This is an optimization exercise on Yosys and OpenROAD, whose aim is small area, a short achievable clock period and few clock cycles, not a production implementation. Function was checked by simulation only, so behaviour that the tests miss may differ from the original. Power is estimated from default activity; no workload was simulated.

==> flow/design.v <==
module crc_engine (
    input  wire [1:0]  poly,
    input  wire [2:0]  op,
    input  wire [31:0] c,
    input  wire [31:0] d,
    output wire [31:0] vn
);
    wire [7:0] p0_1, p0_4;
    wire [15:0] p1_1, p1_4;
    wire [31:0] p2_1, p2_4;
    wire [31:0] p3_1, p3_4;
    wire x_0_0 = c[0] ^ d[0];
    wire x_0_8 = c[0] ^ d[8];
    wire x_10_10 = c[10] ^ d[10];
    wire x_10_2 = c[10] ^ d[2];
    wire x_11_11 = c[11] ^ d[11];
    wire x_11_3 = c[11] ^ d[3];
    wire x_12_12 = c[12] ^ d[12];
    wire x_12_4 = c[12] ^ d[4];
    wire x_13_13 = c[13] ^ d[13];
    wire x_13_5 = c[13] ^ d[5];
    wire x_14_14 = c[14] ^ d[14];
    wire x_14_6 = c[14] ^ d[6];
    wire x_15_15 = c[15] ^ d[15];
    wire x_15_7 = c[15] ^ d[7];
    wire x_16_16 = c[16] ^ d[16];
    wire x_17_17 = c[17] ^ d[17];
    wire x_18_18 = c[18] ^ d[18];
    wire x_19_19 = c[19] ^ d[19];
    wire x_1_1 = c[1] ^ d[1];
    wire x_1_9 = c[1] ^ d[9];
    wire x_20_20 = c[20] ^ d[20];
    wire x_21_21 = c[21] ^ d[21];
    wire x_22_22 = c[22] ^ d[22];
    wire x_23_23 = c[23] ^ d[23];
    wire x_24_24 = c[24] ^ d[24];
    wire x_25_25 = c[25] ^ d[25];
    wire x_26_26 = c[26] ^ d[26];
    wire x_27_27 = c[27] ^ d[27];
    wire x_28_28 = c[28] ^ d[28];
    wire x_29_29 = c[29] ^ d[29];
    wire x_2_10 = c[2] ^ d[10];
    wire x_2_2 = c[2] ^ d[2];
    wire x_30_30 = c[30] ^ d[30];
    wire x_31_31 = c[31] ^ d[31];
    wire x_3_11 = c[3] ^ d[11];
    wire x_3_3 = c[3] ^ d[3];
    wire x_4_12 = c[4] ^ d[12];
    wire x_4_4 = c[4] ^ d[4];
    wire x_5_13 = c[5] ^ d[13];
    wire x_5_5 = c[5] ^ d[5];
    wire x_6_14 = c[6] ^ d[14];
    wire x_6_6 = c[6] ^ d[6];
    wire x_7_15 = c[7] ^ d[15];
    wire x_7_7 = c[7] ^ d[7];
    wire x_8_0 = c[8] ^ d[0];
    wire x_8_8 = c[8] ^ d[8];
    wire x_9_1 = c[9] ^ d[1];
    wire x_9_9 = c[9] ^ d[9];
    wire t0 = x_0_0 ^ x_4_4;
    wire t1 = x_1_1 ^ x_6_6;
    wire t2 = x_2_2 ^ x_5_5;
    wire t3 = x_3_3 ^ x_7_7;
    wire t4 = x_20_20 ^ x_23_23;
    wire t5 = x_10_10 ^ x_26_26;
    wire t6 = x_25_25 ^ x_30_30;
    wire t7 = x_15_15 ^ x_22_22;
    wire t8 = x_11_11 ^ x_27_27;
    wire t9 = x_21_21 ^ x_24_24;
    wire t10 = x_28_28 ^ x_29_29;
    wire t11 = x_17_17 ^ x_8_8;
    wire t12 = x_19_19 ^ x_31_31;
    wire t13 = t1 ^ x_2_2;
    wire t14 = x_14_14 ^ x_9_9;
    wire t15 = x_0_0 ^ x_3_3;
    wire t16 = x_12_12 ^ x_13_13;
    wire t17 = t0 ^ t2;
    wire t18 = t3 ^ x_6_6;
    wire t19 = t6 ^ x_18_18;
    wire t20 = t4 ^ x_16_16;
    wire t21 = t1 ^ t2;
    wire t22 = x_0_0 ^ x_5_5;
    wire t23 = x_4_4 ^ x_7_7;
    wire t24 = d[16] ^ d[28];
    wire t25 = x_10_2 ^ x_14_6;
    wire t26 = x_12_4 ^ x_8_0;
    wire t27 = x_13_5 ^ x_9_1;
    wire t28 = x_16_16 ^ x_23_23;
    wire t29 = x_1_1 ^ x_3_3;
    wire t30 = t3 ^ x_4_4;
    wire t31 = t5 ^ x_12_12;
    wire t32 = d[18] ^ d[21];
    wire t33 = d[19] ^ d[22];
    wire t34 = t0 ^ t12;
    wire t35 = t1 ^ x_5_5;
    wire t36 = t10 ^ t9;
    wire t37 = d[17] ^ d[20];
    wire t38 = d[23] ^ t33;
    wire t39 = x_11_3 ^ x_15_7;
    wire t40 = x_13_13 ^ x_14_14;
    wire t41 = x_13_13 ^ x_26_26;
    wire t42 = x_18_18 ^ x_21_21;
    wire t43 = x_1_1 ^ x_7_7;
    wire t44 = t11 ^ t8;
    wire t45 = d[24] ^ t24;
    wire t46 = x_0_8 ^ x_7_15;
    wire t47 = x_15_15 ^ x_31_31;
    wire t48 = x_23_23 ^ x_27_27;
    wire t49 = x_24_24 ^ x_28_28;
    wire t50 = x_3_11 ^ x_6_14;
    wire t51 = t0 ^ t29;
    wire t52 = t16 ^ x_25_25;
    wire t53 = t3 ^ t9;
    wire t54 = t7 ^ x_17_17;
    wire t55 = t7 ^ x_19_19;
    wire t56 = t0 ^ t13;
    wire t57 = t17 ^ x_7_7;
    wire t58 = t19 ^ x_9_9;
    wire t59 = d[25] ^ d[29];
    wire t60 = d[26] ^ d[30];
    wire t61 = d[27] ^ d[31];
    wire t62 = d[21] ^ t37;
    wire t63 = d[22] ^ t32;
    wire t64 = x_19_19 ^ x_22_22;
    wire t65 = x_1_9 ^ x_2_10;
    wire t66 = x_29_29 ^ x_7_7;
    wire t67 = x_2_2 ^ x_6_6;
    wire t68 = x_30_30 ^ x_6_6;
    wire t69 = x_3_3 ^ x_4_4;
    wire t70 = x_8_8 ^ x_9_9;
    wire t71 = t1 ^ x_7_7;
    wire t72 = t12 ^ t7;
    wire t73 = t16 ^ x_26_26;
    wire t74 = t2 ^ x_1_1;
    wire t75 = t25 ^ x_15_7;
    wire t76 = t26 ^ x_13_5;
    wire t77 = t27 ^ x_14_6;
    wire t78 = t3 ^ x_2_2;
    wire t79 = t4 ^ x_29_29;
    wire t80 = t40 ^ t5;
    wire t81 = t14 ^ t20;
    wire t82 = t18 ^ x_28_28;
    wire t83 = t18 ^ x_4_4;
    wire t84 = t35 ^ x_3_3;
    wire t85 = d[29] ^ d[8];
    wire t86 = d[17] ^ x_8_0;
    wire t87 = d[18] ^ x_9_1;
    wire t88 = d[19] ^ x_10_2;
    wire t89 = x_10_10 ^ x_11_11;
    wire t90 = x_11_3 ^ x_4_12;
    wire t91 = x_12_12 ^ x_14_14;
    wire t92 = x_16_16 ^ x_29_29;
    wire t93 = x_18_18 ^ x_30_30;
    wire t94 = x_1_1 ^ x_5_5;
    wire t95 = d[23] ^ t46;
    wire t96 = t1 ^ t41;
    wire t97 = t2 ^ x_6_6;
    wire t98 = t22 ^ x_1_1;
    wire t99 = t23 ^ t49;
    wire t100 = t28 ^ x_2_2;
    wire t101 = t38 ^ t50;
    wire t102 = t4 ^ t42;
    wire t103 = t5 ^ t8;
    wire t104 = t63 ^ x_5_13;
    wire t105 = t8 ^ x_31_31;
    wire t106 = t10 ^ t44;
    wire t107 = t13 ^ t9;
    wire t108 = t13 ^ x_0_0;
    wire t109 = t2 ^ t31;
    wire t110 = t34 ^ t80;
    wire t111 = t54 ^ x_31_31;
    wire t112 = t3 ^ t56;
    wire t113 = d[10] ^ d[31];
    wire t114 = d[12] ^ d[25];
    wire t115 = d[14] ^ d[26];
    wire t116 = d[15] ^ d[27];
    wire t117 = d[23] ^ d[28];
    wire t118 = d[30] ^ d[9];
    wire t119 = c[8] ^ x_2_2;
    wire t120 = d[20] ^ t61;
    wire t121 = d[29] ^ x_0_8;
    wire t122 = d[30] ^ x_7_15;
    wire t123 = d[31] ^ x_2_10;
    wire t124 = t117 ^ t85;
    wire t125 = x_10_10 ^ x_13_13;
    wire t126 = x_10_10 ^ x_25_25;
    wire t127 = x_11_11 ^ x_22_22;
    wire t128 = x_11_11 ^ x_23_23;
    wire t129 = x_15_15 ^ x_17_17;
    wire t130 = x_15_15 ^ x_25_25;
    wire t131 = x_15_7 ^ x_6_14;
    wire t132 = x_18_18 ^ x_3_3;
    wire t133 = x_1_9 ^ x_4_12;
    wire t134 = x_20_20 ^ x_24_24;
    wire t135 = x_24_24 ^ x_25_25;
    wire t136 = x_27_27 ^ x_8_8;
    wire t137 = x_5_5 ^ x_6_6;
    wire t138 = d[11] ^ t45;
    wire t139 = d[16] ^ t46;
    wire t140 = t0 ^ t137;
    wire t141 = t0 ^ x_7_7;
    wire t142 = t10 ^ t12;
    wire t143 = t10 ^ t14;
    wire t144 = t10 ^ t15;
    wire t145 = t11 ^ t127;
    wire t146 = t11 ^ t48;
    wire t147 = t11 ^ t6;
    wire t148 = t11 ^ x_20_20;
    wire t149 = t12 ^ t14;
    wire t150 = t122 ^ t65;
    wire t151 = t133 ^ t62;
    wire t152 = t14 ^ t42;
    wire t153 = t14 ^ t6;
    wire t154 = t15 ^ x_6_6;
    wire t155 = t16 ^ t28;
    wire t156 = t2 ^ t38;
    wire t157 = t25 ^ x_5_13;
    wire t158 = t26 ^ x_15_7;
    wire t159 = t29 ^ x_4_4;
    wire t160 = t4 ^ x_30_30;
    wire t161 = t40 ^ x_29_29;
    wire t162 = t41 ^ x_22_22;
    wire t163 = t45 ^ t50;
    wire t164 = t48 ^ x_8_8;
    wire t165 = t5 ^ x_27_27;
    wire t166 = t59 ^ t90;
    wire t167 = t6 ^ x_9_9;
    wire t168 = t65 ^ t86;
    wire t169 = t7 ^ x_11_11;
    wire t170 = t92 ^ x_12_12;
    wire t171 = t93 ^ x_20_20;
    wire t172 = t1 ^ t17;
    wire t173 = t101 ^ x_12_4;
    wire t174 = t102 ^ t52;
    wire t175 = t104 ^ x_6_14;
    wire t176 = t143 ^ t34;
    wire t177 = t15 ^ t21;
    wire t178 = t155 ^ t68;
    wire t179 = t163 ^ t88;
    wire t180 = t17 ^ t19;
    wire t181 = t18 ^ t36;
    wire t182 = t19 ^ t43;
    wire t183 = t20 ^ t64;
    wire t184 = t21 ^ t3;
    wire t185 = t22 ^ t71;
    wire t186 = t24 ^ t95;
    wire t187 = t30 ^ t94;
    wire t188 = t30 ^ x_9_9;
    wire t189 = t31 ^ x_28_28;
    wire t190 = t31 ^ x_5_5;
    wire t191 = t55 ^ x_10_10;
    wire t192 = t75 ^ t87;
    wire t193 = t78 ^ x_0_0;
    wire t194 = t79 ^ x_17_17;
    wire t195 = t97 ^ x_4_4;
    wire t196 = t111 ^ x_18_18;
    wire t197 = t164 ^ t84;
    wire t198 = t21 ^ t81;
    wire t199 = t34 ^ t82;
    wire t200 = t36 ^ t58;
    assign p0_1[0] = t140;
    assign p0_1[1] = (x_7_7 ^ t35);
    assign p0_1[2] = t57;
    assign p0_1[3] = t51;
    assign p0_1[4] = t108;
    assign p0_1[5] = (x_1_1 ^ t78);
    assign p0_1[6] = (x_2_2 ^ t69);
    assign p0_1[7] = (x_5_5 ^ t69);
    assign p0_4[0] = ((t32 ^ (d[24] ^ t118)) ^ (t43 ^ (t0 ^ t124)));
    assign p0_4[1] = (t74 ^ ((t118 ^ t33) ^ (t59 ^ (d[8] ^ t113))));
    assign p0_4[2] = (((((d[20] ^ d[26]) ^ t113) ^ (t32 ^ t85)) ^ t138) ^ t112);
    assign p0_4[3] = ((t138 ^ t156) ^ (t15 ^ (t114 ^ ((d[17] ^ d[18]) ^ (d[27] ^ d[8])))));
    assign p0_4[4] = (t18 ^ (((t114 ^ t60) ^ t62) ^ (x_0_0 ^ (d[24] ^ (d[13] ^ d[19])))));
    assign p0_4[5] = ((x_1_1 ^ ((d[13] ^ d[25]) ^ t115)) ^ (t63 ^ (t120 ^ t23)));
    assign p0_4[6] = (((d[21] ^ t115) ^ (t116 ^ t24)) ^ t156);
    assign p0_4[7] = (t154 ^ (t124 ^ (t37 ^ (d[22] ^ t116))));
    assign p1_1[0] = t26;
    assign p1_1[1] = t27;
    assign p1_1[2] = t25;
    assign p1_1[3] = t39;
    assign p1_1[4] = x_12_4;
    assign p1_1[5] = t76;
    assign p1_1[6] = t77;
    assign p1_1[7] = t75;
    assign p1_1[8] = (c[0] ^ t39);
    assign p1_1[9] = (c[1] ^ x_12_4);
    assign p1_1[10] = (c[2] ^ x_13_5);
    assign p1_1[11] = (c[3] ^ x_14_6);
    assign p1_1[12] = (c[4] ^ t158);
    assign p1_1[13] = (c[5] ^ t27);
    assign p1_1[14] = (c[6] ^ t25);
    assign p1_1[15] = (c[7] ^ t39);
    assign p1_4[0] = (((d[20] ^ x_12_4) ^ t90) ^ t179);
    assign p1_4[1] = (t166 ^ (t62 ^ ((x_12_4 ^ x_13_5) ^ (x_5_13 ^ x_7_15))));
    assign p1_4[2] = (((t60 ^ x_14_6) ^ t76) ^ t175);
    assign p1_4[3] = (t77 ^ (t38 ^ ((t61 ^ x_7_15) ^ t131)));
    assign p1_4[4] = (((d[20] ^ x_8_0) ^ t75) ^ t186);
    assign p1_4[5] = (t179 ^ (t158 ^ ((x_9_1 ^ t121) ^ t151)));
    assign p1_4[6] = ((((t37 ^ x_10_2) ^ t27) ^ t104) ^ (t150 ^ t166));
    assign p1_4[7] = (((t123 ^ t26) ^ (x_11_3 ^ (t32 ^ t60))) ^ (t101 ^ t157));
    assign p1_4[8] = (t173 ^ (t139 ^ ((t27 ^ t39) ^ (x_4_12 ^ t120))));
    assign p1_4[9] = (t186 ^ (t76 ^ (t151 ^ t157)));
    assign p1_4[10] = (t175 ^ (t77 ^ ((t121 ^ t39) ^ t168)));
    assign p1_4[11] = (t192 ^ (t150 ^ t173));
    assign p1_4[12] = ((t45 ^ (t123 ^ t131)) ^ (t76 ^ t95));
    assign p1_4[13] = ((t139 ^ t77) ^ (t86 ^ (x_3_11 ^ (t59 ^ x_1_9))));
    assign p1_4[14] = (((t60 ^ x_4_12) ^ t168) ^ t192);
    assign p1_4[15] = ((t39 ^ t87) ^ (t88 ^ ((t61 ^ x_2_10) ^ (x_3_11 ^ x_5_13))));
    assign p2_1[0] = t119;
    assign p2_1[1] = (c[9] ^ t15);
    assign p2_1[2] = ((c[10] ^ x_1_1) ^ t0);
    assign p2_1[3] = (c[11] ^ t74);
    assign p2_1[4] = (t67 ^ (c[12] ^ t15));
    assign p2_1[5] = ((c[13] ^ x_1_1) ^ t30);
    assign p2_1[6] = (x_5_5 ^ (c[14] ^ x_4_4));
    assign p2_1[7] = ((c[15] ^ x_6_6) ^ t22);
    assign p2_1[8] = (c[16] ^ t71);
    assign p2_1[9] = (c[17] ^ x_7_7);
    assign p2_1[10] = (c[18] ^ x_2_2);
    assign p2_1[11] = (c[19] ^ x_3_3);
    assign p2_1[12] = (c[20] ^ t0);
    assign p2_1[13] = (c[21] ^ t98);
    assign p2_1[14] = (c[22] ^ t13);
    assign p2_1[15] = (c[23] ^ t78);
    assign p2_1[16] = (t0 ^ (x_3_3 ^ (c[24] ^ x_2_2)));
    assign p2_1[17] = ((c[25] ^ x_5_5) ^ t51);
    assign p2_1[18] = (c[26] ^ t172);
    assign p2_1[19] = (c[27] ^ t184);
    assign p2_1[20] = (c[28] ^ t83);
    assign p2_1[21] = (t23 ^ (c[29] ^ t2));
    assign p2_1[22] = ((c[30] ^ x_3_3) ^ t97);
    assign p2_1[23] = (c[31] ^ t83);
    assign p2_1[24] = t57;
    assign p2_1[25] = t177;
    assign p2_1[26] = t112;
    assign p2_1[27] = t187;
    assign p2_1[28] = t140;
    assign p2_1[29] = t185;
    assign p2_1[30] = (x_0_0 ^ t71);
    assign p2_1[31] = t43;
    assign p2_4[0] = (((x_8_8 ^ (x_22_22 ^ x_26_26)) ^ t20) ^ t112);
    assign p2_4[1] = (t188 ^ (t74 ^ (t9 ^ t146)));
    assign p2_4[2] = (((t132 ^ t49) ^ t17) ^ (t70 ^ ((x_22_22 ^ x_6_6) ^ t126)));
    assign p2_4[3] = (t188 ^ (t35 ^ ((t128 ^ t5) ^ (x_29_29 ^ (x_19_19 ^ x_25_25)))));
    assign p2_4[4] = (t109 ^ ((x_8_8 ^ t134) ^ (t8 ^ (t23 ^ t68))));
    assign p2_4[5] = (t82 ^ ((t105 ^ t52) ^ (t70 ^ (x_21_21 ^ t22))));
    assign p2_4[6] = ((((x_10_10 ^ x_2_2) ^ t16) ^ t144) ^ t81);
    assign p2_4[7] = (((t89 ^ t9) ^ (x_30_30 ^ t129)) ^ (t159 ^ t161));
    assign p2_4[8] = ((((x_16_16 ^ x_31_31) ^ t91) ^ t169) ^ t180);
    assign p2_4[9] = (t57 ^ (t72 ^ (t16 ^ t148)));
    assign p2_4[10] = ((t152 ^ t162) ^ t57);
    assign p2_4[11] = ((x_14_14 ^ t191) ^ t197);
    assign p2_4[12] = ((t20 ^ t99) ^ (t67 ^ (x_9_9 ^ (x_11_11 ^ x_15_15))));
    assign p2_4[13] = ((t170 ^ t53) ^ (t22 ^ (t11 ^ t126)));
    assign p2_4[14] = (t58 ^ (t96 ^ (t0 ^ t145)));
    assign p2_4[15] = (t109 ^ (t149 ^ (t48 ^ (x_18_18 ^ t43))));
    assign p2_4[16] = ((((x_13_13 ^ x_1_1) ^ t28) ^ t103) ^ (t55 ^ t99));
    assign p2_4[17] = (t106 ^ (t20 ^ (t91 ^ (t135 ^ t2))));
    assign p2_4[18] = ((t73 ^ (t129 ^ t154)) ^ t200);
    assign p2_4[19] = (t182 ^ (((x_22_22 ^ x_27_27) ^ t92) ^ t110));
    assign p2_4[20] = ((t54 ^ (t8 ^ ((x_14_14 ^ x_16_16) ^ (x_30_30 ^ x_5_5)))) ^ t199);
    assign p2_4[21] = ((((x_12_12 ^ x_26_26) ^ t2) ^ t144) ^ t196);
    assign p2_4[22] = (((x_2_2 ^ t136) ^ t171) ^ (t66 ^ (t41 ^ t64)));
    assign p2_4[23] = ((t149 ^ t160) ^ (t15 ^ ((x_21_21 ^ x_28_28) ^ t136)));
    assign p2_4[24] = (t181 ^ (t100 ^ (t70 ^ (t47 ^ t5))));
    assign p2_4[25] = (t194 ^ ((t13 ^ t167) ^ (x_24_24 ^ t103)));
    assign p2_4[26] = (t189 ^ ((t19 ^ t53) ^ (x_2_2 ^ t105)));
    assign p2_4[27] = (t108 ^ (((x_7_7 ^ t8) ^ t142) ^ (t20 ^ t52)));
    assign p2_4[28] = (t178 ^ (t36 ^ (t0 ^ (x_22_22 ^ (x_14_14 ^ x_17_17)))));
    assign p2_4[29] = (t182 ^ ((((x_23_23 ^ x_24_24) ^ t22) ^ t161) ^ t111));
    assign p2_4[30] = (((x_14_14 ^ t134) ^ t19) ^ (t30 ^ t72));
    assign p2_4[31] = (((x_25_25 ^ (x_0_0 ^ x_21_21)) ^ t72) ^ t184);
    assign p3_1[0] = (t119 ^ t51);
    assign p3_1[1] = ((c[9] ^ t29) ^ t17);
    assign p3_1[2] = ((c[10] ^ t69) ^ t21);
    assign p3_1[3] = ((c[11] ^ t2) ^ t83);
    assign p3_1[4] = ((c[12] ^ x_7_7) ^ t21);
    assign p3_1[5] = (t23 ^ (c[13] ^ t1));
    assign p3_1[6] = (c[14] ^ t187);
    assign p3_1[7] = (c[15] ^ t84);
    assign p3_1[8] = ((c[16] ^ t67) ^ t141);
    assign p3_1[9] = (c[17] ^ t57);
    assign p3_1[10] = (c[18] ^ t195);
    assign p3_1[11] = ((c[19] ^ x_5_5) ^ t18);
    assign p3_1[12] = ((c[20] ^ t3) ^ t13);
    assign p3_1[13] = (c[21] ^ t43);
    assign p3_1[14] = (c[22] ^ t159);
    assign p3_1[15] = (c[23] ^ t17);
    assign p3_1[16] = ((c[24] ^ t15) ^ t35);
    assign p3_1[17] = ((c[25] ^ x_7_7) ^ t56);
    assign p3_1[18] = ((c[26] ^ x_5_5) ^ t23);
    assign p3_1[19] = ((c[27] ^ x_3_3) ^ t172);
    assign p3_1[20] = (t30 ^ (c[28] ^ t21));
    assign p3_1[21] = (c[29] ^ t185);
    assign p3_1[22] = ((c[30] ^ t0) ^ t18);
    assign p3_1[23] = (t3 ^ (c[31] ^ t2));
    assign p3_1[24] = t13;
    assign p3_1[25] = t193;
    assign p3_1[26] = x_2_2;
    assign p3_1[27] = x_3_3;
    assign p3_1[28] = t0;
    assign p3_1[29] = t98;
    assign p3_1[30] = t108;
    assign p3_1[31] = (x_1_1 ^ t193);
    assign p3_4[0] = ((t99 ^ (t8 ^ (x_26_26 ^ t130))) ^ t198);
    assign p3_4[1] = (t181 ^ ((t130 ^ ((x_16_16 ^ x_27_27) ^ t11)) ^ t109));
    assign p3_4[2] = (((x_16_16 ^ t162) ^ t106) ^ (t58 ^ t83));
    assign p3_4[3] = (t190 ^ (((x_7_7 ^ t93) ^ t146) ^ t176));
    assign p3_4[4] = (t110 ^ (t19 ^ ((x_8_8 ^ t66) ^ t100)));
    assign p3_4[5] = ((t100 ^ t147) ^ t199);
    assign p3_4[6] = (t106 ^ ((t28 ^ t47) ^ (t67 ^ ((x_14_14 ^ x_25_25) ^ t132))));
    assign p3_4[7] = ((t177 ^ t194) ^ (t19 ^ (t91 ^ (x_19_19 ^ t8))));
    assign p3_4[8] = (t107 ^ ((((x_15_15 ^ x_28_28) ^ t12) ^ t171) ^ (t30 ^ t73)));
    assign p3_4[9] = ((t70 ^ (t128 ^ t15)) ^ (t96 ^ (t36 ^ t72)));
    assign p3_4[10] = (((t10 ^ t68) ^ t169) ^ t190);
    assign p3_4[11] = (((x_0_0 ^ t66) ^ t105) ^ t178);
    assign p3_4[12] = (((t47 ^ t167) ^ t195) ^ (t73 ^ (t20 ^ t44)));
    assign p3_4[13] = (t174 ^ (t51 ^ (t89 ^ ((x_17_17 ^ x_2_2) ^ t47))));
    assign p3_4[14] = (t82 ^ (((x_27_27 ^ x_9_9) ^ t55) ^ t174));
    assign p3_4[15] = (t183 ^ ((t36 ^ t80) ^ (x_8_8 ^ t141)));
    assign p3_4[16] = ((t44 ^ t79) ^ (t98 ^ ((t7 ^ t9) ^ t153)));
    assign p3_4[17] = (((t7 ^ (x_31_31 ^ t28)) ^ t107) ^ (t189 ^ t58));
    assign p3_4[18] = (t84 ^ (((x_20_20 ^ t125) ^ t54) ^ t176));
    assign p3_4[19] = (t165 ^ t200);
    assign p3_4[20] = (t142 ^ ((x_22_22 ^ t6) ^ t103));
    assign p3_4[21] = ((t47 ^ (x_24_24 ^ t23)) ^ (t21 ^ (t153 ^ t170)));
    assign p3_4[22] = ((t160 ^ t44) ^ (t51 ^ ((t14 ^ t49) ^ (x_31_31 ^ t125))));
    assign p3_4[23] = (((t42 ^ t66) ^ (x_6_6 ^ (x_27_27 ^ x_31_31))) ^ (t20 ^ t31));
    assign p3_4[24] = (((x_21_21 ^ t147) ^ t81) ^ (t96 ^ (t17 ^ t55)));
    assign p3_4[25] = (t198 ^ ((t165 ^ t53) ^ t196));
    assign p3_4[26] = (((t15 ^ t5) ^ (t64 ^ t94)) ^ (t148 ^ t152));
    assign p3_4[27] = (t56 ^ (((x_9_9 ^ t8) ^ t102) ^ t191));
    assign p3_4[28] = (t183 ^ ((t53 ^ t74) ^ (t89 ^ (x_28_28 ^ (x_0_0 ^ x_12_12)))));
    assign p3_4[29] = (t107 ^ ((t52 ^ t79) ^ (t69 ^ t145)));
    assign p3_4[30] = (t180 ^ (t73 ^ (((x_22_22 ^ x_23_23) ^ t14) ^ t53)));
    assign p3_4[31] = (((t135 ^ t7) ^ t110) ^ t197);
    wire [3:0] ps = 4'b0001 << poly;
    wire s_wd = !op[2];
    wire s_init = op[2] && op[1];
    wire [3:0] s1 = {4{op[2] && !op[1] && op[0]}} & ps;
    wire [3:0] s4 = {4{op[2] && !op[1] && !op[0]}} & ps;
    wire si_lo = s_init, si_mid = s_init && !ps[0], si_hi = s_init && poly[1];
    assign vn[0] = (d[0] & s_wd) | si_lo | (p0_1[0] & s1[0]) | (p0_4[0] & s4[0]) | (p1_1[0] & s1[1]) | (p1_4[0] & s4[1]) | (p2_1[0] & s1[2]) | (p2_4[0] & s4[2]) | (p3_1[0] & s1[3]) | (p3_4[0] & s4[3]);
    assign vn[1] = (d[1] & s_wd) | si_lo | (p0_1[1] & s1[0]) | (p0_4[1] & s4[0]) | (p1_1[1] & s1[1]) | (p1_4[1] & s4[1]) | (p2_1[1] & s1[2]) | (p2_4[1] & s4[2]) | (p3_1[1] & s1[3]) | (p3_4[1] & s4[3]);
    assign vn[2] = (d[2] & s_wd) | si_lo | (p0_1[2] & s1[0]) | (p0_4[2] & s4[0]) | (p1_1[2] & s1[1]) | (p1_4[2] & s4[1]) | (p2_1[2] & s1[2]) | (p2_4[2] & s4[2]) | (p3_1[2] & s1[3]) | (p3_4[2] & s4[3]);
    assign vn[3] = (d[3] & s_wd) | si_lo | (p0_1[3] & s1[0]) | (p0_4[3] & s4[0]) | (p1_1[3] & s1[1]) | (p1_4[3] & s4[1]) | (p2_1[3] & s1[2]) | (p2_4[3] & s4[2]) | (p3_1[3] & s1[3]) | (p3_4[3] & s4[3]);
    assign vn[4] = (d[4] & s_wd) | si_lo | (p0_1[4] & s1[0]) | (p0_4[4] & s4[0]) | (p1_1[4] & s1[1]) | (p1_4[4] & s4[1]) | (p2_1[4] & s1[2]) | (p2_4[4] & s4[2]) | (p3_1[4] & s1[3]) | (p3_4[4] & s4[3]);
    assign vn[5] = (d[5] & s_wd) | si_lo | (p0_1[5] & s1[0]) | (p0_4[5] & s4[0]) | (p1_1[5] & s1[1]) | (p1_4[5] & s4[1]) | (p2_1[5] & s1[2]) | (p2_4[5] & s4[2]) | (p3_1[5] & s1[3]) | (p3_4[5] & s4[3]);
    assign vn[6] = (d[6] & s_wd) | si_lo | (p0_1[6] & s1[0]) | (p0_4[6] & s4[0]) | (p1_1[6] & s1[1]) | (p1_4[6] & s4[1]) | (p2_1[6] & s1[2]) | (p2_4[6] & s4[2]) | (p3_1[6] & s1[3]) | (p3_4[6] & s4[3]);
    assign vn[7] = (d[7] & s_wd) | si_lo | (p0_1[7] & s1[0]) | (p0_4[7] & s4[0]) | (p1_1[7] & s1[1]) | (p1_4[7] & s4[1]) | (p2_1[7] & s1[2]) | (p2_4[7] & s4[2]) | (p3_1[7] & s1[3]) | (p3_4[7] & s4[3]);
    assign vn[8] = (d[8] & s_wd) | si_mid | (p1_1[8] & s1[1]) | (p1_4[8] & s4[1]) | (p2_1[8] & s1[2]) | (p2_4[8] & s4[2]) | (p3_1[8] & s1[3]) | (p3_4[8] & s4[3]);
    assign vn[9] = (d[9] & s_wd) | si_mid | (p1_1[9] & s1[1]) | (p1_4[9] & s4[1]) | (p2_1[9] & s1[2]) | (p2_4[9] & s4[2]) | (p3_1[9] & s1[3]) | (p3_4[9] & s4[3]);
    assign vn[10] = (d[10] & s_wd) | si_mid | (p1_1[10] & s1[1]) | (p1_4[10] & s4[1]) | (p2_1[10] & s1[2]) | (p2_4[10] & s4[2]) | (p3_1[10] & s1[3]) | (p3_4[10] & s4[3]);
    assign vn[11] = (d[11] & s_wd) | si_mid | (p1_1[11] & s1[1]) | (p1_4[11] & s4[1]) | (p2_1[11] & s1[2]) | (p2_4[11] & s4[2]) | (p3_1[11] & s1[3]) | (p3_4[11] & s4[3]);
    assign vn[12] = (d[12] & s_wd) | si_mid | (p1_1[12] & s1[1]) | (p1_4[12] & s4[1]) | (p2_1[12] & s1[2]) | (p2_4[12] & s4[2]) | (p3_1[12] & s1[3]) | (p3_4[12] & s4[3]);
    assign vn[13] = (d[13] & s_wd) | si_mid | (p1_1[13] & s1[1]) | (p1_4[13] & s4[1]) | (p2_1[13] & s1[2]) | (p2_4[13] & s4[2]) | (p3_1[13] & s1[3]) | (p3_4[13] & s4[3]);
    assign vn[14] = (d[14] & s_wd) | si_mid | (p1_1[14] & s1[1]) | (p1_4[14] & s4[1]) | (p2_1[14] & s1[2]) | (p2_4[14] & s4[2]) | (p3_1[14] & s1[3]) | (p3_4[14] & s4[3]);
    assign vn[15] = (d[15] & s_wd) | si_mid | (p1_1[15] & s1[1]) | (p1_4[15] & s4[1]) | (p2_1[15] & s1[2]) | (p2_4[15] & s4[2]) | (p3_1[15] & s1[3]) | (p3_4[15] & s4[3]);
    assign vn[16] = (d[16] & s_wd) | si_hi | (p2_1[16] & s1[2]) | (p2_4[16] & s4[2]) | (p3_1[16] & s1[3]) | (p3_4[16] & s4[3]);
    assign vn[17] = (d[17] & s_wd) | si_hi | (p2_1[17] & s1[2]) | (p2_4[17] & s4[2]) | (p3_1[17] & s1[3]) | (p3_4[17] & s4[3]);
    assign vn[18] = (d[18] & s_wd) | si_hi | (p2_1[18] & s1[2]) | (p2_4[18] & s4[2]) | (p3_1[18] & s1[3]) | (p3_4[18] & s4[3]);
    assign vn[19] = (d[19] & s_wd) | si_hi | (p2_1[19] & s1[2]) | (p2_4[19] & s4[2]) | (p3_1[19] & s1[3]) | (p3_4[19] & s4[3]);
    assign vn[20] = (d[20] & s_wd) | si_hi | (p2_1[20] & s1[2]) | (p2_4[20] & s4[2]) | (p3_1[20] & s1[3]) | (p3_4[20] & s4[3]);
    assign vn[21] = (d[21] & s_wd) | si_hi | (p2_1[21] & s1[2]) | (p2_4[21] & s4[2]) | (p3_1[21] & s1[3]) | (p3_4[21] & s4[3]);
    assign vn[22] = (d[22] & s_wd) | si_hi | (p2_1[22] & s1[2]) | (p2_4[22] & s4[2]) | (p3_1[22] & s1[3]) | (p3_4[22] & s4[3]);
    assign vn[23] = (d[23] & s_wd) | si_hi | (p2_1[23] & s1[2]) | (p2_4[23] & s4[2]) | (p3_1[23] & s1[3]) | (p3_4[23] & s4[3]);
    assign vn[24] = (d[24] & s_wd) | si_hi | (p2_1[24] & s1[2]) | (p2_4[24] & s4[2]) | (p3_1[24] & s1[3]) | (p3_4[24] & s4[3]);
    assign vn[25] = (d[25] & s_wd) | si_hi | (p2_1[25] & s1[2]) | (p2_4[25] & s4[2]) | (p3_1[25] & s1[3]) | (p3_4[25] & s4[3]);
    assign vn[26] = (d[26] & s_wd) | si_hi | (p2_1[26] & s1[2]) | (p2_4[26] & s4[2]) | (p3_1[26] & s1[3]) | (p3_4[26] & s4[3]);
    assign vn[27] = (d[27] & s_wd) | si_hi | (p2_1[27] & s1[2]) | (p2_4[27] & s4[2]) | (p3_1[27] & s1[3]) | (p3_4[27] & s4[3]);
    assign vn[28] = (d[28] & s_wd) | si_hi | (p2_1[28] & s1[2]) | (p2_4[28] & s4[2]) | (p3_1[28] & s1[3]) | (p3_4[28] & s4[3]);
    assign vn[29] = (d[29] & s_wd) | si_hi | (p2_1[29] & s1[2]) | (p2_4[29] & s4[2]) | (p3_1[29] & s1[3]) | (p3_4[29] & s4[3]);
    assign vn[30] = (d[30] & s_wd) | si_hi | (p2_1[30] & s1[2]) | (p2_4[30] & s4[2]) | (p3_1[30] & s1[3]) | (p3_4[30] & s4[3]);
    assign vn[31] = (d[31] & s_wd) | si_hi | (p2_1[31] & s1[2]) | (p2_4[31] & s4[2]) | (p3_1[31] & s1[3]) | (p3_4[31] & s4[3]);
endmodule
module crc_unit (
    input  wire        clk,
    input  wire        rst,
    input  wire        fs,
    input  wire        req,
    input  wire        we,
    input  wire [7:0]  addr,
    input  wire [31:0] wdata,
    output wire        ready,
    output wire [31:0] rdata
);
    reg        wr;        
    reg        fsq;       
    reg [7:2]  aq;        
    reg [31:0] wd;        
    wire [5:0] widx   = aq[7:2];
    wire [2:0] blk    = aq[7:5];    
    wire [2:0] reg_id = aq[4:2];
    reg [3:0] ctl;        
    reg [3:0] mismatch;   
    reg [3:0] mm_sat;     
    reg       cfg_rej;    
    reg [5:0]  cfg     [0:3];
    reg [15:0] cfg2    [0:3];   
    reg [31:0] val     [0:3];   
    reg [31:0] res_raw [0:3];   
    reg [1:0]  res_poly[0:3];   
    reg [2:0]  cnt     [0:3];   
    reg [31:0] mm_cnt  [0:3];
    reg [3:0]  active, open;
    reg [3:0]  val_ok;          
    reg [3:0]  res_ok;          
    reg [3:0] s_ch;                   
    reg [3:0] s_cfg, s_cfg2, s_mm;    
    reg       s_ctl, s_stat;          
    reg [1:0]  poly_s;
    reg [31:0] val_s;
    integer k;
    always @(*) begin
        poly_s = 2'd0;
        val_s  = 32'd0;
        for (k = 0; k < 4; k = k + 1) begin
            poly_s = poly_s | ({2{s_ch[k]}} & cfg[k][1:0]);
            val_s  = val_s  | ({32{s_ch[k]}} & val[k]);
        end
    end
    wire [31:0] val_new;
    crc_engine u_eng (.poly(poly_s), .op(reg_id), .c(val_s), .d(wd), .vn(val_new));
    wire [3:0] reject, mm_event, sat_event, end_pend;
    wire [3:0] val_ok_n, res_ok_n, end_pend_n;   
    wire [1:0] res_poly_n [0:3];
    wire [3:0] ctl_n = (wr && widx == 6'd0) ? wd[3:0] : ctl;
    wire [31:0] wd_r = rst ? 32'd0 : wd;    
    genvar c;
    generate
        for (c = 0; c < 4; c = c + 1) begin : chn
            wire [1:0] poly  = cfg[c][1:0];
            wire [2:0] snoop = cfg[c][4:2];
            wire       dir   = cfg[c][5];
            wire sel       = wr && (blk == c + 1);
            wire wr_cfg    = sel && reg_id == 3'd0;
            wire wr_cfg2   = sel && reg_id == 3'd1;
            wire wr_val    = sel && reg_id == 3'd2;
            wire wr_feed32 = sel && reg_id == 3'd4;
            wire wr_feed8  = sel && reg_id == 3'd5;
            wire wr_cmd    = sel && reg_id == 3'd6;
            reg [31:0] mask, residue;
            reg [2:0]  width;
            always @(*) begin
                case (poly)
                    2'd0:    begin mask = 32'h000000FF; residue = 32'h000000C4; width = 3'd1; end
                    2'd1:    begin mask = 32'h0000FFFF; residue = 32'h00000000; width = 3'd2; end
                    2'd2:    begin mask = 32'hFFFFFFFF; residue = 32'hDEBB20E3; width = 3'd4; end
                    default: begin mask = 32'hFFFFFFFF; residue = 32'hB798B438; width = 3'd4; end
                endcase
            end
            assign end_pend[c] = active[c] && !ctl[c] && open[c];
            wire act_a  = fsq ? ctl[c] : active[c];
            wire fs_end = fsq && end_pend[c];
            wire open_a = open[c] && !fs_end;
            wire sw      = act_a && (snoop == 3'd0);
            wire cmd_end = sw && wr_cmd && wd[1] && open_a;
            wire cmd_go  = sw && wr_cmd && wd[0];
            wire feed8   = sw && open_a && wr_feed8;
            wire feed32  = sw && open_a && wr_feed32;
            wire val_wok = !act_a || sw;
            wire val_we  = (wr_val && val_wok) || feed8 || feed32 || cmd_go;
            wire cfg_bad = act_a || (wd[4:2] > 3'd4) || (wd[4:2] == 3'd4 && wd[5]);
            assign reject[c] = (wr_cfg && cfg_bad) || (wr_cfg2 && act_a) || (wr_val && !val_wok);
            wire stream_end = fs_end || cmd_end;
            wire bad_check  = (cnt[c] < width) || ((val[c] & mask) != residue);
            reg [31:0] mm_p;
            reg [7:0]  mm_g, mm_gp;
            integer b;
            always @(*) begin
                for (b = 0; b < 8; b = b + 1)
                    mm_g[b] = &mm_cnt[c][4*b +: 4];
                mm_gp[0] = 1'b1;
                for (b = 1; b < 8; b = b + 1)
                    mm_gp[b] = mm_gp[b - 1] & mm_g[b - 1];
                for (b = 0; b < 32; b = b + 1)
                    mm_p[b] = mm_gp[b / 4] & &(mm_cnt[c][4*(b/4) +: 4] | (4'hF << (b % 4)));
            end
            wire mm_inc = mm_event[c] && !(mm_gp[7] && mm_g[7]);
            wire res_we     = stream_end && !dir;
            assign mm_event[c]  = stream_end && dir && bad_check;
            wire open_n = cmd_go || (open_a && !cmd_end);
            assign val_ok_n[c]   = !rst && (val_ok[c] || val_we);
            assign res_ok_n[c]   = !rst && (res_ok[c] || res_we);
            assign res_poly_n[c] = res_we ? poly : res_poly[c];
            assign end_pend_n[c] = !rst && act_a && !ctl_n[c] && open_n;
            assign sat_event[c] = mm_event[c] && (&mm_cnt[c][31:1]);
            always @(posedge clk) begin
                if (rst) begin
                    mm_cnt[c] <= 32'd0;
                    active[c] <= 1'b0;
                    open[c]   <= 1'b0;
                    val_ok[c] <= 1'b0;
                    res_ok[c] <= 1'b0;
                end else begin
                    active[c] <= act_a;
                    open[c]   <= open_n;
                    mm_cnt[c] <= mm_cnt[c] ^ ({32{mm_inc}} & mm_p);
                    if (val_we)
                        val_ok[c] <= 1'b1;
                    if (res_we)
                        res_ok[c] <= 1'b1;
                end
            end
            always @(posedge clk) begin
                if (rst || (wr_cfg && !cfg_bad))
                    cfg[c] <= wd_r[5:0];
                if (rst || (wr_cfg2 && !act_a))
                    cfg2[c] <= {wd_r[18:16], wd_r[14:8], wd_r[5:0]};
            end
            always @(posedge clk) begin
                if (res_we) begin
                    res_raw[c]  <= val[c];
                    res_poly[c] <= poly;
                end
                if (val_we)
                    val[c] <= val_new;
                if (feed8)
                    cnt[c] <= (cnt[c] >= 3'd3) ? 3'd4 : cnt[c] + 3'd1;
                if (feed32)
                    cnt[c] <= 3'd4;
                if (cmd_go)
                    cnt[c] <= 3'd0;
            end
        end
    endgenerate
    wire stat_wr = wr && widx == 6'd1;
    always @(posedge clk) begin
        if (rst) begin
            ctl      <= 4'd0;
            mismatch <= 4'd0;
            mm_sat   <= 4'd0;
            cfg_rej  <= 1'b0;
        end else begin
            if (wr && widx == 6'd0)
                ctl <= wd[3:0];
            if (stat_wr) begin
                mismatch <= (mismatch & ~wd[3:0]) | mm_event;
                mm_sat   <= (mm_sat & ~wd[7:4]) | sat_event;
                cfg_rej  <= (cfg_rej & ~wd[8]) | (|reject);
            end else begin
                mismatch <= mismatch | mm_event;
                mm_sat   <= mm_sat | sat_event;
                cfg_rej  <= cfg_rej | (|reject);
            end
        end
    end
    reg [3:0] s_rres;   
    reg       s_vok;    
    reg       s_inv_lo, s_keep_mid, s_inv_mid, s_hi;   
    reg [31:0] res_t, mm_t;
    reg [15:0] c2_t;
    reg [5:0]  cfg_t;
    always @(*) begin
        res_t = 32'd0; mm_t = 32'd0; c2_t = 16'd0; cfg_t = 6'd0;
        for (k = 0; k < 4; k = k + 1) begin
            res_t = res_t | ({32{s_rres[k]}} & res_raw[k]);
            mm_t  = mm_t  | ({32{s_mm[k]}} & mm_cnt[k]);
            c2_t  = c2_t  | ({16{s_cfg2[k]}} & cfg2[k]);
            cfg_t = cfg_t | ({6{s_cfg[k]}} & cfg[k]);
        end
    end
    wire [31:0] res_v = {(res_t[31:16] & {16{s_hi}}) ^ {16{s_hi}},
                         (res_t[15:8] & {8{s_keep_mid}}) ^ {8{s_inv_mid}},
                         res_t[7:0] ^ {8{s_inv_lo}}};
    wire [31:0] rval = ({32{s_vok}} & val_s)
                     | res_v
                     | mm_t
                     | {13'd0, c2_t[15:13], 1'b0, c2_t[12:6], 2'b00, c2_t[5:0]}
                     | {26'd0, cfg_t}
                     | ({32{s_ctl}} & {28'd0, ctl})
                     | ({32{s_stat}} & {23'd0, cfg_rej, mm_sat, mismatch});
    wire       a_ch   = addr[7:5] >= 3'd1 && addr[7:5] <= 3'd4;
    wire [1:0] a_c    = addr[6:5] - 2'd1;
    wire       a_rok  = a_ch && addr[4:2] == 3'd3 && res_ok_n[a_c];
    wire [1:0] a_rp   = res_poly_n[a_c];
    reg  rd_ok;
    always @(posedge clk) begin
        aq <= addr[7:2];
        wd <= wdata;
        s_ctl  <= addr[7:2] == 6'd0;
        s_stat <= addr[7:2] == 6'd1;
        s_vok  <= a_ch && addr[4:2] == 3'd2 && val_ok_n[a_c];
        for (k = 0; k < 4; k = k + 1) begin
            s_ch[k]   <= addr[7:5] == k + 1;
            s_cfg[k]  <= addr[7:5] == k + 1 && addr[4:2] == 3'd0;
            s_cfg2[k] <= addr[7:5] == k + 1 && addr[4:2] == 3'd1;
            s_rres[k] <= addr[7:5] == k + 1 && addr[4:2] == 3'd3 && res_ok_n[k];
            s_mm[k]   <= addr[7:5] == k + 1 && addr[4:2] == 3'd7;
        end
        s_inv_lo   <= a_rok && a_rp != 2'd1;
        s_keep_mid <= a_rok && a_rp != 2'd0;
        s_inv_mid  <= a_rok && a_rp[1];
        s_hi       <= a_rok && a_rp[1];
        if (rst) begin
            wr    <= 1'b0;
            fsq   <= 1'b0;
            rd_ok <= 1'b0;
        end else begin
            wr    <= req && we;
            fsq   <= fs;
            rd_ok <= req && !we && !rd_ok && !(fs && (|end_pend_n));
        end
    end
    assign ready = we || rd_ok;
    assign rdata = rval;
endmodule
==> flow/flow/run.sh <==
#!/bin/bash
# Own layout flow. Each tool's output goes to a log of its own here
# (map_engine.log, standard.log; ORFS also keeps each step's log under
# orfs/logs/).
#
# 1. The CRC engine module (crc_engine, no registers) is mapped on its own:
#    its XOR network is kept as written in the RTL (each XOR becomes one
#    xor2 cell, flow/xmap.v), and ABC maps only its output multiplexers.
set -o pipefail
here=$(pwd)
lib=$FLOW_HOME/platforms/sky130hd/lib/sky130_fd_sc_hd__tt_025C_1v80.lib
cat > map_engine.ys <<EOT
read_verilog $here/design.v
hierarchy -top crc_engine
synth -top crc_engine -flatten -noshare -nofsm -noabc
techmap -map $here/flow/xmap.v
abc -liberty $lib -dont_use *lpflow* -dont_use *probe*
opt_clean -purge
stat -liberty $lib
write_verilog -noattr -noexpr $here/engine_mapped.v
EOT
yosys -s map_engine.ys > map_engine.log 2>&1 || exit 1
# design_mapped.v: design.v with the crc_engine module replaced by its netlist
python3 - "$here" <<'EOT' || exit 1
import re, sys
here = sys.argv[1]
d = open(here + '/design.v').read()
m = re.search(r'(?ms)^\s*module\s+crc_engine\b.*?^\s*endmodule\b[^\n]*\n?', d)
assert m, 'crc_engine not found'
e = open(here + '/engine_mapped.v').read()
open(here + '/design_mapped.v', 'w').write(d[:m.start()] + d[m.end():] + '\n' + e)
EOT
export SETUP_SLACK_MARGIN=5.56
export BUFFER_PORTS_ARGS="-buffer_cell sky130_fd_sc_hd__buf_1"
export CTS_ARGS="-sink_clustering_enable -repair_clock_nets -sink_clustering_size 24 -sink_clustering_max_diameter 90 -dont_use_dummy_load"
bash standard.sh VERILOG_FILES="$here/design_mapped.v" finish > standard.log 2>&1
==> flow/flow/xmap.v <==
module \$_XOR_ (input A, input B, output Y); sky130_fd_sc_hd__xor2_1 _TECHMAP_REPLACE_ (.A(A), .B(B), .X(Y)); endmodule
module \$_XNOR_ (input A, input B, output Y); sky130_fd_sc_hd__xnor2_1 _TECHMAP_REPLACE_ (.A(A), .B(B), .Y(Y)); endmodule
==> flow/standard.sh <==
#!/bin/bash
# synth_recipe.tcl (not shown) runs the flow's synth.tcl, then flattens the netlist and writes it again
# the make line also repeats each setting of config.mk as NAME=value (left out here)
make -C /OpenROAD-flow-scripts/flow DESIGN_CONFIG=/design/flow/config.mk WORK_HOME=/design/flow/orfs CLKGATE_MAP_FILE= SYNTH_SCRIPT=/design/flow/synth_recipe.tcl "${@:-finish}"
==> flow/config.mk <==
export PLATFORM = sky130hd
export DESIGN_NAME = crc_unit
export DESIGN_NICKNAME = crc_unit
export VERILOG_FILES = /design/flow/design.v
export SDC_FILE = /design/flow/constraint.sdc
export NUM_CORES = 4
export LEC_CHECK = 0
export CAP_MARGIN = 20
export CORE_MARGIN = 2
export CORE_UTILIZATION = 40
export CTS_CLUSTER_DIAMETER = 90
export CTS_CLUSTER_SIZE = 24
export GPL_ROUTABILITY_DRIVEN = 0
export SLEW_MARGIN = 20
==> flow/constraint.sdc <==
create_clock -name core_clock -period 10.0 [get_ports {clk}]
set_input_delay 2.0000 -clock core_clock [delete_from_list [all_inputs] [get_ports {clk}]]
set_output_delay 2.0000 -clock core_clock [all_outputs]
set_load 0.01 [all_outputs]
==> results.ini, run 1 <==
[status]
status=no timing/DRC/antenna violations

[sta]
max_freq_ghz=0.2223
finalMaxSlewViolations=0
finalSetupTns_ps=0
finalCritPeriodShare_pct=44.98
finClkSkew_ps=101.1
setup_slack_ps=5502
worstMarginPinSlew_ps=1193
fin_crit_ps=4498
whs_ps=447.7
hold_viol=0
slew_headroom_pct=20.29
setup_viol_count_final=0
rsz0062_at_grt=yes

[route]
wl_per_cell_um=27.54
dr.pass1.iters=9
via_per_inst=6.189
vias=26480
drt_iter0_drc=3344
ant_nets=0
wl_um=117800
drcViolationCount=0

[yosys]
netlist_instances=3112
yosysMostFrequentCell=xor2_1
synthTopCellsByArea=edfxtp_1, xor2_1, dfxtp_1, a22oi_1, nand2_1
synthFlopType=edfxtp_1
avgSynthCellArea_um2=10.54
synth-edff-count=344
ys_seq_area_share_pct=46.40
synth_area_um2=32790
syn_nets=3183
ys_ff_latch=588
synth_cell_type_count=94
synth_area_leader_cell=edfxtp_1
async_flop_share_pct=0
synth_commonest_cells=xor2_1, edfxtp_1, dfxtp_1
synth_top_area_share_pct=31.50
ys_warn_count=8

[cts]
cts_buffers=31
clk_path_buf_depth=3
clock_latency_ps=660
clk_pin_slew_ps=100
cts-hold-fix-buffers=0
clockRootBuffer=clkbuf_16
tritoncts=yes
clock_sinks=588
h-tree-depth=1

[final_layout]
n_antenna_cell=0
num-nets-final=3291
fin_cells=4278
final_area_um2=36540
ff_latch_area_um2=15240
n_fill_cell=7576
multi_input_area_um2=17650
final_util_pct=45.22
drive_above_1_share_pct=9.882
area_growth_pct=11.43

[die]
die_x_um=290.3
die_h_um=290.3
start_util_pct=40.58
rows=104
dieArea_um2=84280
num_io_pins=78
core_um2=80810

[power]
power_density_nw_per_um2=174.0
p_sw_mw=2.396
combPwrFrac_pct=37.7
p_clk_share_pct=20.6
seqPwrFrac_pct=41.7
p_int_mw=3.961
leakage_nw=13.06
max-vdd-ir-drop_mv=0.1633
power_mw=6.356
swShare_pct=37.69

[setup_path]
required_ps=10320
crit_arrival_ps=4820
critPathLaunchType=flip-flop
path_max_fanout=34
cp-end-kind=flip-flop
crit_type=reg2reg

[placed_design]
placed_area_um2=34770
hpwl_um=84430
portBuffers=75
numPlacedInstances=4225
dp_slack_ps=4749

[grt]
overflow=0
grt_first_pass_wirelength_um=169400
antenna_found_initial=0
grt_usage_pct=26.91
grt_max_degree=203
grt_pass1_vias=24160

[job]
maxCapViolCount=0

[min_path]
hp-class=reg2reg

## power groups by stage
stage	Sequential, mW	Combinational [mW]	Clock (mW)
after floorplan	2.69	1.54	0
after CTS	2.65	2.26	1.34
after global routing	2.65	2.48	1.41
after global placement	2.71	2.21	0
after detailed placement	2.71	2.21	0
final	2.65	2.40	1.31
## repair_timing
action                                  CTS  global route
gates resized for setup                  69            58
pin swaps                                 8            12
endpoints found under the setup margin  144            98
buffers inserted                          6            16
gates cloned                              0             0
## flip-flops by register name, indices dropped and copies added, names as in the netlist, 6 cells and up
register,count
mm_cnt,128
cnt,12
cfg2,64
res_raw,128
val,128
wd,32
aq,6
res_poly,8
cfg,24
## critical path, cell delays in order, from the launching register on
cell,delay [ps]
dfxtp_1,320
clkbuf_8,250
a22oi_1,270
nand2_2,220
xor2_1,200
buf_4,300
xor2_1,310
xor2_2,460
xor2_2,390
xor2_1,440
xor2_1,190
a222oi_1,500
nand3_1,330
## per-layer routing
layer	GRT usage (%)	share of wire, %	vias up
met2	41.67	44	1444
met3	4.390	9.7	274
met5	0	0	-
met1	37.65	42	13060
li1	-	-	11700
met4	10.44	4.5	0
## layout by cell type (no fill, tap or decap), types with 12 or more instances in the layout
cell type | netlist | layout
nor4_1 | 32 | 32
xnor2_1 | 16 | 16
or3_1 | 40 | 40
a222oi_1 | 61 | 61
buf_1 | 5 | 73
nor2b_1 | 61 | 61
a22o_1 | 45 | 45
edfxtp_1 | 344 | 344
or4_1 | 25 | 25
mux2i_1 | 13 | 13
nand4_1 | 65 | 65
mux2_2 | 35 | 35
buf_4 | 2 | 102
o21ai_0 | 69 | 68
nand2_1 | 204 | 186
nor3_1 | 40 | 40
xor2_4 | 0 | 17
a221oi_1 | 53 | 39
and4_1 | 17 | 17
inv_1 | 49 | 49
a22oi_1 | 145 | 143
nand2_2 | 0 | 18
nand3_1 | 118 | 116
dfxtp_1 | 244 | 234
clkbuf_16 | 0 | 31
a221oi_2 | 0 | 13
a31oi_1 | 12 | 12
nand3b_1 | 17 | 17
o31ai_1 | 25 | 25
ha_1 | 26 | 26
a21oi_1 | 115 | 109
and3_1 | 29 | 29
xor2_1 | 743 | 704
nand2b_1 | 22 | 22
xor2_2 | 0 | 22
nor2_1 | 154 | 149
## area by class of cell
cell class | instances | share of cell area [%]
sequential | 588 | 41.71
tap | 1060 | 3.630
clock buffer | 31 | 2.123
timing repair buffer | 194 | 3.643
multi-input combinational | 2347 | 48.30
inverter | 58 | 0.5958
## cells by family (layout without fill, tap and decap cells)
group	count (synthesis)	count (layout)	share of synthesized area (%)
adder cells (fa/ha/maj)	26	26	0.9921
buffers and inverters	177	283	2.129
AO/OA/AOI/OAI	618	618	13.77
AND/OR/NAND/NOR	893	893	14.71
multiplexers	51	51	1.725
XOR/XNOR	759	759	20.27
flip-flops	588	588	46.40
## worst paths after layout
path	startpoint	to	slack, ps	cells after the start
hold / removal	val[3][22]	res_raw[3][22]	450	0
setup reg to reg	s_ch[2]	val[2][11]	5500	12
hold reg to reg	val[3][22]	res_raw[3][22]	450	0
setup / recovery	s_ch[2]	val[2][11]	5500	12
Testbench counts, summed over its fixed seeds: cycles 57,215.
==> inputs of run 2 (changes only) <==
--- a/flow/flow/run.sh
+++ b/flow/flow/run.sh
@@ -7,3 +7,4 @@
 #    its XOR network is kept as written in the RTL (each XOR becomes one
-#    xor2 cell, flow/xmap.v), and ABC maps only its output multiplexers.
+#    xor2 cell, flow/xmap.v), and ABC maps only its output multiplexers,
+#    with an 800 ps delay target.
 set -o pipefail
@@ -16,3 +17,3 @@
 techmap -map $here/flow/xmap.v
-abc -liberty $lib -dont_use *lpflow* -dont_use *probe*
+abc -liberty $lib -dont_use *lpflow* -dont_use *probe* -script +strash;dch;map,-D,800
 opt_clean -purge
@@ -32,3 +33,3 @@
 EOT
-export SETUP_SLACK_MARGIN=5.56
+export SETUP_SLACK_MARGIN=5.62
 export BUFFER_PORTS_ARGS="-buffer_cell sky130_fd_sc_hd__buf_1"
--- a/flow/config.mk
+++ b/flow/config.mk
@@ -12,3 +12,2 @@
 export CTS_CLUSTER_SIZE = 24
-export GPL_ROUTABILITY_DRIVEN = 0
 export SLEW_MARGIN = 20
==> run 2 against run 1 <==
Effect of this change:
- clock skew grew 21 ps
- non-clock buffer count rose by 4
- fmax about the same
- clock power barely moved
- final area increased by 0.96%
- register-to-register slack gained 98 ps
- worst setup slack worse by 1.3 ps
- synthesized area is 0.35% higher
- critical path type is now reg2out
- critical endpoint is now rdata[20]
==> results.ini, run 2 <==
[sta]
rsz0062_at_grt=yes
finalMaxSlewViolations=0
worstMarginPinSlew_ps=1137
finClkSkew_ps=122.4
finalSetupTns_ps=0
slew_headroom_pct=23.92
setup_viol_count_final=0
finalCritPeriodShare_pct=45.00
hold_viol=0
max_freq_ghz=0.2222
fin_crit_ps=4500

[grt]
grt_use_met2_pct=44.28
top_usage_layer=met2
grt_use_met1_pct=36.73
grt_usage_pct=27.36
grt_pass1_vias=24670
antenna_found_initial=6
grt_first_pass_wirelength_um=171700
grt_max_degree=71
overflow=0
grt.met3_usage_pct=4.122

[cts]
cts-hold-fix-buffers=0
clk_pin_slew_ps=100
tritoncts=yes
h-tree-depth=1
clock_latency_ps=670
cts_buffers=31
clockRootBuffer=clkbuf_16
clk_path_buf_depth=3
clock_sinks=588

[final_layout]
layout_common_cells=xor2_1, edfxtp_1, dfxtp_1
layout_commonest_cell=xor2_1
num-nets-final=3339
n_fill_cell=7760
multi_input_area_um2=17830
ff_latch_area_um2=15240
final_util_pct=45.14
area_growth_pct=12.12
top_regs=mm_cnt (128), res_raw (128), val (128)
n_antenna_cell=0
drive_above_1_share_pct=11.45

[placed_design]
hpwl_um=86060
gp_congestion=0.9915
portBuffers=75

[power]
leakage_nw=13.25
max-vdd-ir-drop_mv=0.1466
power_density_nw_per_um2=172.7

[yosys]
ys_seq_area_share_pct=46.24
synth_top_area_share_pct=31.39
ys_ff_latch=588
async_flop_share_pct=0
synthTopCellsByArea=edfxtp_1, xor2_1, dfxtp_1, a22oi_1, nand2_1
synth_area_leader_cell=edfxtp_1
avgSynthCellArea_um2=10.43
synth-edff-count=344
synth_commonest_cells=xor2_1, edfxtp_1, dfxtp_1
synth_area_um2=32900
synth_cell_type_count=93
ys_warn_count=8
syn_nets=3227
yosysMostFrequentCell=xor2_1
netlist_instances=3156
synthFlopType=edfxtp_1

[die]
rows=105
die_x_um=290.8
num_io_pins=78
dieArea_um2=84570
die_h_um=290.8
start_util_pct=40.27
core_um2=81720

[setup_path]
crit_top_cell=buf_12
path_max_fanout=8
crit_type=reg2out
cp_slowest_cell=dfxtp_4
slowest_delay_ps=370
crit_arrival_ps=2500
r2r_slack_ps=5600
required_ps=8000
cp-end-kind=output port
crit_chain=buf_12 > buf_4 > buf_12 > a22o_1 > a221oi_2 > nand3_1 > buf_1
critPathLaunchType=flip-flop

[status]
status=no timing/DRC/antenna violations

[route]
vias=26390
ant_nets=0
via_per_inst=6.086
dr.pass1.iters=8
wl_um=119600
wl_per_cell_um=27.59
drcViolationCount=0
drt_iter0_drc=2780

[min_path]
hp-class=reg2reg

[job]
maxCapViolCount=0

run 2: cell count changes after synthesis, moves of 8 or more:
cell / delta
o21ai_0: -8
nor2_1: +9
a22oi_1: +41
nand4_1: +8
a21oi_1: +17
nand2_1: +18
a222oi_1: -40
nand3_1: -8
run 2: per-layer routing:
layer	vias up	routed length (µm)
li1	11800	-
met1	12970	49090
met2	1322	54480
met3	285	10150
met4	10	5831
met5	-	73
run 2: where the power goes:
group	switching, mW	leakage (nW)	internal (mW)	total [mW]
Sequential	0.0449	5.14	2.61	2.65
Combinational	1.62	7.72	0.793	2.41
Clock	0.759	0.382	0.548	1.31
run 2: final timing paths:
check | startpoint | end | cells past startpoint
worst min register to register | val[3][5] | res_raw[3][5] | 0
worst min-delay path | val[3][5] | res_raw[3][5] | 0
worst max register to register | s_ch[3] | val[2][4] | 11
worst max-delay path | s_mm[1] | rdata[20] | 7
run 2: final cells by class:
class	count	area share (%)
Multi-Input combinational cell	2388	48.33
Inverter	61	0.6207
Tap cell	1070	3.629
Sequential cell	588	41.31
Clock buffer	31	2.103
Timing Repair Buffer	198	4.006
run 2: through the flow:
stage	worst slack [ps]	hold slack (ps)	total power [mW]	std cells	instance area, µm²
after floorplan	5622	424.7	4.238	3156	32930
after global placement	5017	442.9	4.974	4278	34890
after detailed placement	4944	451.4	4.968	4278	34890
after CTS	5492	435.2	6.281	4322	36450
after global routing	5426	455.2	6.555	4336	36890
final	5500	436.4	6.370	4336	36890
run 2: critical path, delay by kind of cell, from the launching register on:
family	cells	cell delay, ps
buf+inv	4	630
compound gates	2	560
flops	1	370
simple gates	1	260
run 2: timing repair:
item                                    in CTS  in global routing
setup buffers                                9                 14
resized for setup                          123                 78
gates cloned                                 4                  0
endpoints found under the setup margin     146                 83
pin swaps                                   21                 31
run 2: kinds of logic (layout without fill, tap and decap cells):
logic type	count (synthesis)	after routing	synth area share (%)
adders and majority gates	26	26	0.9887
xor gates and xnor gates	759	759	20.20
DFF	588	588	46.24
muxes	51	51	1.719
AOI/OAI and AO/OA	635	635	13.77
and+or+nand+nor	917	917	14.93
buffers and inverters	180	290	2.156
==> inputs of run 3 (changes only) <==
--- a/flow/flow/run.sh
+++ b/flow/flow/run.sh
@@ -33,3 +33,3 @@
 EOT
-export SETUP_SLACK_MARGIN=5.62
+export SETUP_SLACK_MARGIN=5.56
 export BUFFER_PORTS_ARGS="-buffer_cell sky130_fd_sc_hd__buf_1"
==> run 3 against run 2 <==
Effect of this change:
- count of clock-buffer cells in the layout rose by 4
- final area shrank 2.0%
- die area did not move
- global-route usage decreased by 0.29 points
- clock skew is 35 ps lower
- highest routed layer unchanged
- sequential power barely moved
- synthesized cell count unchanged
- core utilization shrank 0.91 points
- critical path depth decreased by 4
- non-clock buffer count down 25
==> results.ini, run 3 <==
[setup_path]
crit_type=in2out
r2r_slack_ps=5570
required_ps=8000
cp-end-kind=output port
critPathLaunchType=input pin
path_max_fanout=2
crit_arrival_ps=2440

[yosys]
syn_nets=3227
netlist_instances=3156
yosysMostFrequentCell=xor2_1
synth_cell_type_count=93
synth_area_leader_cell=edfxtp_1
ys_ff_latch=588
async_flop_share_pct=0
ys_seq_area_share_pct=46.24
synth_top_area_share_pct=31.39
synthFlopType=edfxtp_1
synth_commonest_cells=xor2_1, edfxtp_1, dfxtp_1
ys_warn_count=8
avgSynthCellArea_um2=10.43
synthTopCellsByArea=edfxtp_1, xor2_1, dfxtp_1, a22oi_1, nand2_1
synth-edff-count=344
synth_area_um2=32900

[sta]
hold_viol=0
finClkSkew_ps=87.25
setup_slack_ps=5564
finalCritPeriodShare_pct=44.36
slew_headroom_pct=22.27
max_freq_ghz=0.2254
fin_crit_ps=4436
finalMaxSlewViolations=0
setup_viol_count_final=0
finalSetupTns_ps=0
rsz0062_at_grt=yes
worstMarginPinSlew_ps=1155

[final_layout]
n_antenna_cell=0
layout_common_cells=xor2_1, edfxtp_1, dfxtp_1
layout_commonest_cell=xor2_1
top_regs=mm_cnt (128), res_raw (128), val (128)
num-nets-final=3318
final_util_pct=44.24
area_growth_pct=9.856
drive_above_1_share_pct=8.413

[min_path]
hp-class=reg2reg

[route]
drcViolationCount=0
drt_iter0_drc=2797
dr.pass1.iters=7
ant_nets=0
vias=26070
wl_um=117500
wl_per_cell_um=27.23
via_per_inst=6.042

[cts]
clock_latency_ps=600
clock_sinks=588
clockRootBuffer=clkbuf_16
clk_pin_slew_ps=90
clk_path_buf_depth=3
tritoncts=yes
h-tree-depth=2
cts_buffers=35

[placed_design]
gp_congestion=1.004
hpwl_um=85480
dp_slack_ps=5035
portBuffers=75

[die]
die_x_um=290.8
die_h_um=290.8
rows=105
core_um2=81720
dieArea_um2=84570
num_io_pins=78
start_util_pct=40.27

[power]
power_density_nw_per_um2=177.4
power_mw=6.412
leakage_nw=12.95
max-vdd-ir-drop_mv=0.1427

[grt]
grt_max_degree=173
grt_pass1_vias=24430
grt_first_pass_wirelength_um=169800
grt_usage_pct=27.07
overflow=0
antenna_found_initial=4

[status]
status=no timing/DRC/antenna violations

[job]
maxCapViolCount=0

[run 3: cell count changes in the layout (fill, tap and decap cells not counted), moves of 7 or more]
cell      before  now
nand2_2       28   10
a21oi_1      117  125
nand2_1      194  212
xor2_1       707  716
a221oi_2      21    9
buf_6         18   11
a22oi_2       12    1
a21oi_2       11    4
buf_4        104   86
a221oi_1      37   51
a22oi_1      174  185
buf_1         59   72
[run 3: worst max-delay path: stages]
cell,delay (ps)
buf_1,80
or2_4,230
buf_6,120
[run 3: path summary, 6_finish.rpt]
path / start / end / cells after the start
setup / recovery: we / ready / 3
setup reg to reg: s_ch[0] / val[2][17] / 12
hold / removal: mismatch[3] / mismatch[3] / 2
hold reg to reg: mismatch[3] / mismatch[3] / 2
[run 3: routing by layer]
layer / global-route usage, % / vias to the layer above / share of wire [%] / wire length [µm]
met3: 4.443 / 243 / 8.2 / 9686
met1: 36.45 / 12860 / 42 / 48820
li1: - / 11740 / - / -
met5: 0 / - / 0.015 / 18
met4: 11.68 / 4 / 4.5 / 5334
met2: 43.03 / 1227 / 46 / 53660
[run 3: cells by family after synthesis]
| group | count (synthesis) | synth area share (%) |
|---|---|---|
| AO/OA/AOI/OAI | 635 | 13.77 |
| flip-flops | 588 | 46.24 |
| multiplexers | 51 | 1.719 |
| buffers and inverters | 180 | 2.156 |
| AND/OR/NAND/NOR | 917 | 14.93 |
| adder cells (fa/ha/maj) | 26 | 0.9887 |
| XOR/XNOR | 759 | 20.20 |
[run 3: cell type report]
| class | count | area (µm²) |
|---|---|---|
| fillers | 7851 | 45570 |
| inverters | 61 | 229.0 |
| clock buffers | 35 | 875.8 |
| multi-input cells | 2388 | 17400 |
| flip-flops and latches | 588 | 15230 |
| repair buffers | 173 | 1077 |
| well taps | 1070 | 1339 |
[run 3: timing repair]
item | in CTS | in global routing
resized for setup | 39 | 35
hold buffers | 0 | 0
setup endpoints to repair | 104 | 68
pin swaps | 3 | 4
setup buffers | 0 | 5
[run 3: through the flow]
stage / instance area, µm² / cells / hold slack [ps]
floorplan: 32920 / 3156 / 424.7
global placement: 34860 / 4274 / 437.8
CTS: 35950 / 4310 / 459.6
global route: 36150 / 4315 / 483.3
detailed placement: 34860 / 4275 / 443.9
finish: 36150 / 4315 / 464.5
[run 3: power by group]
group | switching, mW | leakage [nW] | total, mW | internal [mW]
logic | 1.57 | 7.38 | 2.34 | 0.773
registers | 0.0490 | 5.14 | 2.66 | 2.61
clock network | 0.783 | 0.431 | 1.41 | 0.626

## static timing again, ports no longer ideal
The results above use ideal ports. As a check the final layouts listed here were re-extracted and re-timed, cells and wires unchanged. Step 1 sets driving cells, clkbuf_16 on the clock port and buf_2 on the other inputs (assumed; they add their load-dependent delay and slew). Step 2, shift: input delay + t, output delay - t, t = (earliest + latest rising clock arrival at the registers) / 2. This alone moves slack from input paths to output paths. Slacks: no drivers / after step 1 / after step 2; pairs: no drivers / after step 1.
run	t, ns	setup WS [ns]	slew at the worst register clock pin (ns)	worst data-port slew with drivers (ns)
run 1	0.673	5.502 / 5.477 / 5.502	0.10 / 0.10	0.04
run 2	0.676	5.500 / 5.431 / 5.542	0.10 / 0.10	0.05
run 3	0.629	5.564 / 5.545 / 5.545	0.10 / 0.10	0.04
After both steps every run listed still meets setup and hold. For run 3, which loses most, drivers alone change the setup slack by -0.019 ns; drivers and shift together by -0.019 ns.
